Background: an optimization exercise with open tools, aiming at small area and a short achievable clock period. Do not read the settings as production practice. RTL that was checked went through simulation tests only; none was proved equivalent to the original. Power and IR drop assume default switching activity.

==> module row_ecc, before the edit <==
module row_ecc (
    input  wire        clk,
    input  wire        in_valid,
    input  wire [71:0] word,        
    input  wire        eraen,       
    input  wire [6:0]  ecol,        
    input  wire        wr,          
    input  wire [63:0] wdata,       
    input  wire [63:0] wmask,       
    output reg         out_valid,
    output reg  [71:0] rword,       
    output wire        ue,          
    output wire        upset,       
    output wire [1:0]  ncorr,       
    output wire [6:0]  ccol,        
    output reg         ecbad,       
    output wire [71:0] wword        
);
    function [7:0] h;
        input [6:0] j;
        begin
            case (j)
                7'd0:  h = 8'h07; 7'd1:  h = 8'h0B; 7'd2:  h = 8'h0D; 7'd3:  h = 8'h0E;
                7'd4:  h = 8'h13; 7'd5:  h = 8'h15; 7'd6:  h = 8'h16; 7'd7:  h = 8'h19;
                7'd8:  h = 8'h1A; 7'd9:  h = 8'h1C; 7'd10: h = 8'h23; 7'd11: h = 8'h25;
                7'd12: h = 8'h26; 7'd13: h = 8'h29; 7'd14: h = 8'h2A; 7'd15: h = 8'h2C;
                7'd16: h = 8'h31; 7'd17: h = 8'h32; 7'd18: h = 8'h34; 7'd19: h = 8'h38;
                7'd20: h = 8'h43; 7'd21: h = 8'h45; 7'd22: h = 8'h46; 7'd23: h = 8'h49;
                7'd24: h = 8'h4A; 7'd25: h = 8'h4C; 7'd26: h = 8'h51; 7'd27: h = 8'h52;
                7'd28: h = 8'h54; 7'd29: h = 8'h58; 7'd30: h = 8'h61; 7'd31: h = 8'h62;
                7'd32: h = 8'h64; 7'd33: h = 8'h68; 7'd34: h = 8'h70; 7'd35: h = 8'h83;
                7'd36: h = 8'h85; 7'd37: h = 8'h86; 7'd38: h = 8'h89; 7'd39: h = 8'h8A;
                7'd40: h = 8'h8C; 7'd41: h = 8'h91; 7'd42: h = 8'h92; 7'd43: h = 8'h94;
                7'd44: h = 8'h98; 7'd45: h = 8'hA1; 7'd46: h = 8'hA2; 7'd47: h = 8'hA4;
                7'd48: h = 8'hA8; 7'd49: h = 8'hB0; 7'd50: h = 8'hC1; 7'd51: h = 8'hC2;
                7'd52: h = 8'hC4; 7'd53: h = 8'hC8; 7'd54: h = 8'hD0; 7'd55: h = 8'hE0;
                7'd56: h = 8'h1F; 7'd57: h = 8'h2F; 7'd58: h = 8'h37; 7'd59: h = 8'h3B;
                7'd60: h = 8'h3D; 7'd61: h = 8'h3E; 7'd62: h = 8'hF1; 7'd63: h = 8'hF2;
                7'd64: h = 8'h01; 7'd65: h = 8'h02; 7'd66: h = 8'h04; 7'd67: h = 8'h08;
                7'd68: h = 8'h10; 7'd69: h = 8'h20; 7'd70: h = 8'h40; 7'd71: h = 8'h80;
                default: h = 8'h00;
            endcase
        end
    endfunction
    integer j;
    reg [7:0] syn;
    always @(*) begin
        syn = 8'h00;
        for (j = 0; j < 72; j = j + 1)
            if (word[j]) syn = syn ^ h(j[6:0]);
    end
    wire       era_ok = eraen && (ecol <= 7'd71);
    wire       nz     = |syn;
    wire [7:0] s2     = syn ^ h(ecol);    
    wire       g2     = era_ok && nz;
    wire [15:0] lo1, hi1, lo2, hi2;
    genvar v;
    generate
        for (v = 0; v < 16; v = v + 1) begin : g_nib
            assign lo1[v] = (syn[3:0] == v);
            assign hi1[v] = (syn[7:4] == v);
            assign lo2[v] = (s2[3:0] == v);
            assign hi2[v] = (s2[7:4] == v) && g2;
        end
    endgenerate
    reg [71:0] m1, m2, f;
    reg [6:0]  idx;                       
    reg [7:0]  c;
    always @(*) begin
        idx = 7'd0;
        for (j = 0; j < 72; j = j + 1) begin
            c     = h(j[6:0]);
            m1[j] = lo1[c[3:0]] && hi1[c[7:4]];
            m2[j] = lo2[c[3:0]] && hi2[c[7:4]];
            f[j]  = m1[j] || m2[j];
            if (f[j]) idx = idx | j[6:0];
        end
    end
    wire single = |m1;
    wire dbl    = |m2;
    reg [71:0] flip;
    always @(*) begin
        for (j = 0; j < 72; j = j + 1)
            flip[j] = f[j] || (dbl && (ecol == j[6:0]));
    end
    wire [71:0] rpart = word ^ flip;
    wire [63:0] mpart = (wdata & wmask) | (rpart[63:0] & ~wmask);
    reg [63:0] mpart_q;
    reg [6:0]  idx_q, ecol_q;
    reg        single_q, dbl_q, nz_q, fw_q;
    always @(posedge clk) begin
        out_valid <= in_valid;
        nz_q      <= nz;
        fw_q      <= wr && (&wmask);
        ecbad     <= eraen && (ecol > 7'd71);
        rword     <= rpart;
        mpart_q   <= mpart;
        idx_q     <= idx;
        ecol_q    <= ecol;
        single_q  <= single;
        dbl_q     <= dbl;
    end
    function [7:0] encode;
        input [63:0] d;
        integer k;
        begin
            encode = 8'h00;
            for (k = 0; k < 64; k = k + 1)
                if (d[k]) encode = encode ^ h(k[6:0]);
        end
    endfunction
    assign ue    = nz_q && !single_q && !dbl_q;
    assign upset = nz_q && !single_q && !dbl_q && !fw_q;
    assign wword = {encode(mpart_q), mpart_q};
    assign ncorr = {dbl_q, single_q};
    assign ccol  = single_q ? idx_q : !dbl_q ? 7'd0 : (idx_q < ecol_q) ? idx_q : ecol_q;
endmodule
export LEC_CHECK = 0
export CAP_MARGIN = 20
export CORE_MARGIN = 2
export CORE_UTILIZATION = 30
export SLEW_MARGIN = 20
export TNS_END_PERCENT = 0
create_clock -name core_clock -period 14.0 [get_ports {clk}]
standard.sh (not shown) runs the stock make flow with config.mk's settings and CLKGATE_MAP_FILE= SYNTH_SCRIPT=/design/flow/synth_recipe.tcl, a recipe that flattens the netlist after the stock synthesis.
==> flow/flow/run.sh <==
#!/bin/bash
set -o pipefail
export BUFFER_PORTS_ARGS="-buffer_cell sky130_fd_sc_hd__buf_1"
export SETUP_SLACK_MARGIN=8
bash standard.sh > standard.log 2>&1
Next try:
--- a/flow/design.v
+++ b/flow/design.v
@@ -7,11 +7,11 @@
     input  wire        wr,          
     input  wire [63:0] wdata,       
     input  wire [63:0] wmask,       
     output reg         out_valid,
-    output reg  [71:0] rword,       
-    output wire        ue,          
-    output wire        upset,       
+    output wire [71:0] rword,       
+    output reg         ue,          
+    output reg         upset,       
     output wire [1:0]  ncorr,       
     output wire [6:0]  ccol,        
     output reg         ecbad,       
     output wire [71:0] wword        
@@ -77,29 +77,27 @@
         end
     end
     wire single = |m1;
     wire dbl    = |m2;
-    reg [71:0] flip;
-    always @(*) begin
-        for (j = 0; j < 72; j = j + 1)
-            flip[j] = f[j] || (dbl && (ecol == j[6:0]));
-    end
-    wire [71:0] rpart = word ^ flip;
+    wire ok     = single || dbl || !nz;
+    wire [71:0] rpart = word ^ f;
     wire [63:0] mpart = (wdata & wmask) | (rpart[63:0] & ~wmask);
+    reg [71:0] rpart_q;
     reg [63:0] mpart_q;
     reg [6:0]  idx_q, ecol_q;
-    reg        single_q, dbl_q, nz_q, fw_q;
+    reg        single_q, dbl_q, dblm_q;
     always @(posedge clk) begin
         out_valid <= in_valid;
-        nz_q      <= nz;
-        fw_q      <= wr && (&wmask);
+        ue        <= !ok;
+        upset     <= !ok && !(wr && (&wmask));
         ecbad     <= eraen && (ecol > 7'd71);
-        rword     <= rpart;
+        rpart_q   <= rpart;
         mpart_q   <= mpart;
         idx_q     <= idx;
         ecol_q    <= ecol;
         single_q  <= single;
         dbl_q     <= dbl;
+        dblm_q    <= dbl && (ecol < 7'd64) && !wmask[ecol[5:0]];
     end
     function [7:0] encode;
         input [63:0] d;
         integer k;
@@ -108,10 +106,17 @@
             for (k = 0; k < 64; k = k + 1)
                 if (d[k]) encode = encode ^ h(k[6:0]);
         end
     endfunction
-    assign ue    = nz_q && !single_q && !dbl_q;
-    assign upset = nz_q && !single_q && !dbl_q && !fw_q;
-    assign wword = {encode(mpart_q), mpart_q};
+    reg [71:0] fe, fem;
+    always @(*) begin
+        for (j = 0; j < 72; j = j + 1) begin
+            fe[j]  = dbl_q  && (ecol_q == j[6:0]);
+            fem[j] = dblm_q && (ecol_q == j[6:0]);
+        end
+    end
+    wire [63:0] lanes = mpart_q ^ fem[63:0];
+    assign rword = rpart_q ^ fe;
+    assign wword = {encode(lanes), lanes};
     assign ncorr = {dbl_q, single_q};
     assign ccol  = single_q ? idx_q : !dbl_q ? 7'd0 : (idx_q < ecol_q) ? idx_q : ecol_q;
 endmodule
The new run finished clean.
Non-clock buffer count is higher by 53.
Critical path depth is lower by 2.
Total power rose by a few percent.
Wire length increases by a quarter to a third.
Design area climbs by about a fifth.
Global-route usage climbs by 3.1 points.
Fmax grows by roughly a tenth.
Hold slack got worse by 0.031 ns.
Flip-flop and latch count increases by 1.
Combinational power goes up by a few percent.
Sequential power drops by a few percent.
Count of clock-buffer cells in the layout does not change.
Cell count rose by about a fifth.
For the second run of this note, only the layout was checked, not whether the RTL still works.

---

== run 1 ==
The RTL this note starts from:
==> flow/design.v <==
module row_ecc (
    input  wire        clk,
    input  wire        in_valid,
    input  wire [71:0] word,        
    input  wire        eraen,       
    input  wire [6:0]  ecol,        
    input  wire        wr,          
    input  wire [63:0] wdata,       
    input  wire [63:0] wmask,       
    output reg         out_valid,
    output reg  [71:0] rword,       
    output wire        ue,          
    output wire        upset,       
    output wire [1:0]  ncorr,       
    output wire [6:0]  ccol,        
    output reg         ecbad,       
    output wire [71:0] wword        
);
    function [7:0] h;
        input [6:0] j;
        begin
            case (j)
                7'd0:  h = 8'h07; 7'd1:  h = 8'h0B; 7'd2:  h = 8'h0D; 7'd3:  h = 8'h0E;
                7'd4:  h = 8'h13; 7'd5:  h = 8'h15; 7'd6:  h = 8'h16; 7'd7:  h = 8'h19;
                7'd8:  h = 8'h1A; 7'd9:  h = 8'h1C; 7'd10: h = 8'h23; 7'd11: h = 8'h25;
                7'd12: h = 8'h26; 7'd13: h = 8'h29; 7'd14: h = 8'h2A; 7'd15: h = 8'h2C;
                7'd16: h = 8'h31; 7'd17: h = 8'h32; 7'd18: h = 8'h34; 7'd19: h = 8'h38;
                7'd20: h = 8'h43; 7'd21: h = 8'h45; 7'd22: h = 8'h46; 7'd23: h = 8'h49;
                7'd24: h = 8'h4A; 7'd25: h = 8'h4C; 7'd26: h = 8'h51; 7'd27: h = 8'h52;
                7'd28: h = 8'h54; 7'd29: h = 8'h58; 7'd30: h = 8'h61; 7'd31: h = 8'h62;
                7'd32: h = 8'h64; 7'd33: h = 8'h68; 7'd34: h = 8'h70; 7'd35: h = 8'h83;
                7'd36: h = 8'h85; 7'd37: h = 8'h86; 7'd38: h = 8'h89; 7'd39: h = 8'h8A;
                7'd40: h = 8'h8C; 7'd41: h = 8'h91; 7'd42: h = 8'h92; 7'd43: h = 8'h94;
                7'd44: h = 8'h98; 7'd45: h = 8'hA1; 7'd46: h = 8'hA2; 7'd47: h = 8'hA4;
                7'd48: h = 8'hA8; 7'd49: h = 8'hB0; 7'd50: h = 8'hC1; 7'd51: h = 8'hC2;
                7'd52: h = 8'hC4; 7'd53: h = 8'hC8; 7'd54: h = 8'hD0; 7'd55: h = 8'hE0;
                7'd56: h = 8'h1F; 7'd57: h = 8'h2F; 7'd58: h = 8'h37; 7'd59: h = 8'h3B;
                7'd60: h = 8'h3D; 7'd61: h = 8'h3E; 7'd62: h = 8'hF1; 7'd63: h = 8'hF2;
                7'd64: h = 8'h01; 7'd65: h = 8'h02; 7'd66: h = 8'h04; 7'd67: h = 8'h08;
                7'd68: h = 8'h10; 7'd69: h = 8'h20; 7'd70: h = 8'h40; 7'd71: h = 8'h80;
                default: h = 8'h00;
            endcase
        end
    endfunction
    integer j;
    reg [7:0] syn;
    always @(*) begin
        syn = 8'h00;
        for (j = 0; j < 72; j = j + 1)
            if (word[j]) syn = syn ^ h(j[6:0]);
    end
    wire       era_ok = eraen && (ecol <= 7'd71);
    wire       nz     = |syn;
    wire [7:0] s2     = syn ^ h(ecol);    
    wire       g2     = era_ok && nz;
    wire [15:0] lo1, hi1, lo2, hi2;
    genvar v;
    generate
        for (v = 0; v < 16; v = v + 1) begin : g_nib
            assign lo1[v] = (syn[3:0] == v);
            assign hi1[v] = (syn[7:4] == v);
            assign lo2[v] = (s2[3:0] == v);
            assign hi2[v] = (s2[7:4] == v) && g2;
        end
    endgenerate
    reg [71:0] m1, m2, f;
    reg [6:0]  idx;                       
    reg [7:0]  c;
    always @(*) begin
        idx = 7'd0;
        for (j = 0; j < 72; j = j + 1) begin
            c     = h(j[6:0]);
            m1[j] = lo1[c[3:0]] && hi1[c[7:4]];
            m2[j] = lo2[c[3:0]] && hi2[c[7:4]];
            f[j]  = m1[j] || m2[j];
            if (f[j]) idx = idx | j[6:0];
        end
    end
    wire single = |m1;
    wire dbl    = |m2;
    reg [71:0] flip;
    always @(*) begin
        for (j = 0; j < 72; j = j + 1)
            flip[j] = f[j] || (dbl && (ecol == j[6:0]));
    end
    wire [71:0] rpart = word ^ flip;
    wire [63:0] mpart = (wdata & wmask) | (rpart[63:0] & ~wmask);
    reg [63:0] mpart_q;
    reg [6:0]  idx_q, ecol_q;
    reg        single_q, dbl_q, nz_q, fw_q;
    always @(posedge clk) begin
        out_valid <= in_valid;
        nz_q      <= nz;
        fw_q      <= wr && (&wmask);
        ecbad     <= eraen && (ecol > 7'd71);
        rword     <= rpart;
        mpart_q   <= mpart;
        idx_q     <= idx;
        ecol_q    <= ecol;
        single_q  <= single;
        dbl_q     <= dbl;
    end
    function [7:0] encode;
        input [63:0] d;
        integer k;
        begin
            encode = 8'h00;
            for (k = 0; k < 64; k = k + 1)
                if (d[k]) encode = encode ^ h(k[6:0]);
        end
    endfunction
    assign ue    = nz_q && !single_q && !dbl_q;
    assign upset = nz_q && !single_q && !dbl_q && !fw_q;
    assign wword = {encode(mpart_q), mpart_q};
    assign ncorr = {dbl_q, single_q};
    assign ccol  = single_q ? idx_q : !dbl_q ? 7'd0 : (idx_q < ecol_q) ? idx_q : ecol_q;
endmodule
clock: 14.0 ns
lec_check: 0
cap_margin: 20
core_margin: 2
core_utilization: 30
slew_margin: 20
tns_end_percent: 0
==> flow/flow/run.sh <==
#!/bin/bash
set -o pipefail
export BUFFER_PORTS_ARGS="-buffer_cell sky130_fd_sc_hd__buf_1"
export SETUP_SLACK_MARGIN=7
bash standard.sh > standard.log 2>&1
The following lists how run 2 was set up differently from run 1:
--- a/flow/design.v
+++ b/flow/design.v
@@ -12,7 +12,7 @@
     output wire        ue,          
     output wire        upset,       
     output wire [1:0]  ncorr,       
-    output wire [6:0]  ccol,        
+    output reg  [6:0]  ccol,        
     output reg         ecbad,       
     output wire [71:0] wword        
 );
@@ -86,7 +86,6 @@
     wire [71:0] rpart = word ^ flip;
     wire [63:0] mpart = (wdata & wmask) | (rpart[63:0] & ~wmask);
     reg [63:0] mpart_q;
-    reg [6:0]  idx_q, ecol_q;
     reg        single_q, dbl_q, nz_q, fw_q;
     always @(posedge clk) begin
         out_valid <= in_valid;
@@ -95,8 +94,7 @@
         ecbad     <= eraen && (ecol > 7'd71);
         rword     <= rpart;
         mpart_q   <= mpart;
-        idx_q     <= idx;
-        ecol_q    <= ecol;
+        ccol      <= single ? idx : !dbl ? 7'd0 : (idx < ecol) ? idx : ecol;
         single_q  <= single;
         dbl_q     <= dbl;
     end
@@ -113,5 +111,4 @@
     assign upset = nz_q && !single_q && !dbl_q && !fw_q;
     assign wword = {encode(mpart_q), mpart_q};
     assign ncorr = {dbl_q, single_q};
-    assign ccol  = single_q ? idx_q : !dbl_q ? 7'd0 : (idx_q < ecol_q) ? idx_q : ecol_q;
 endmodule
### Flow results
Fmax | run 2 vs run 1 | run 2 slower
Run 2 ended up with a higher routed length on met1 than run 1 did.
Startpoint of the worst setup timing path: word[40] -> run 1, word[61] -> run 2
Sequential-to-total area share from yosys stat: run 2 and run 1 compared, higher one is run 1
Number of buffers added for setup after CTS, run 2 vs run 1: up by more than half
For number of global-route vias before repair, dividing the value from run 1 by the value from run 2 gives 0.857.
Between run 1 and run 2, complex-gate fraction of the synthesized area increased.
The non-clock buffer count in run 1 is 0.867 times that in run 2.
For run 2, only the layout was checked, not whether the RTL still works.

## what the ideal ports hide
The flow's constraints put no driver on any port. The routed layouts listed below were extracted and timed again, unchanged, in two steps.
Step 1: set_driving_cell puts a clkbuf_16 on clk and a buf_2 on each other input, an assumption about the parent block.
Step 2 moves the port delays by t, midway between the first and last clock arrival at a register: inputs arrive t later, outputs are due t later. That takes back most of the time a late clock gives input paths.
Slacks: no drivers / after step 1 / after step 2; pairs: no drivers / after step 1.
run | shift t [ns] | setup WS [ns] | cell pins on the clock port's net
the first run of note 1 | 0.503 | 6.827 / 6.864 / 6.361 | 1
the second run of note 1 | 0.520 | 7.605 / 7.615 / 7.095 | 1
run 1 | 0.500 | 6.738 / 6.730 / 6.230 | 1
run 2 | 0.546 | 6.021 / 5.977 / 5.431 | 1
After both steps setup and hold are still met in every run listed. The setup slack of run 2, which loses most, moves by -0.044 ns with the drivers and by -0.590 ns with both steps.
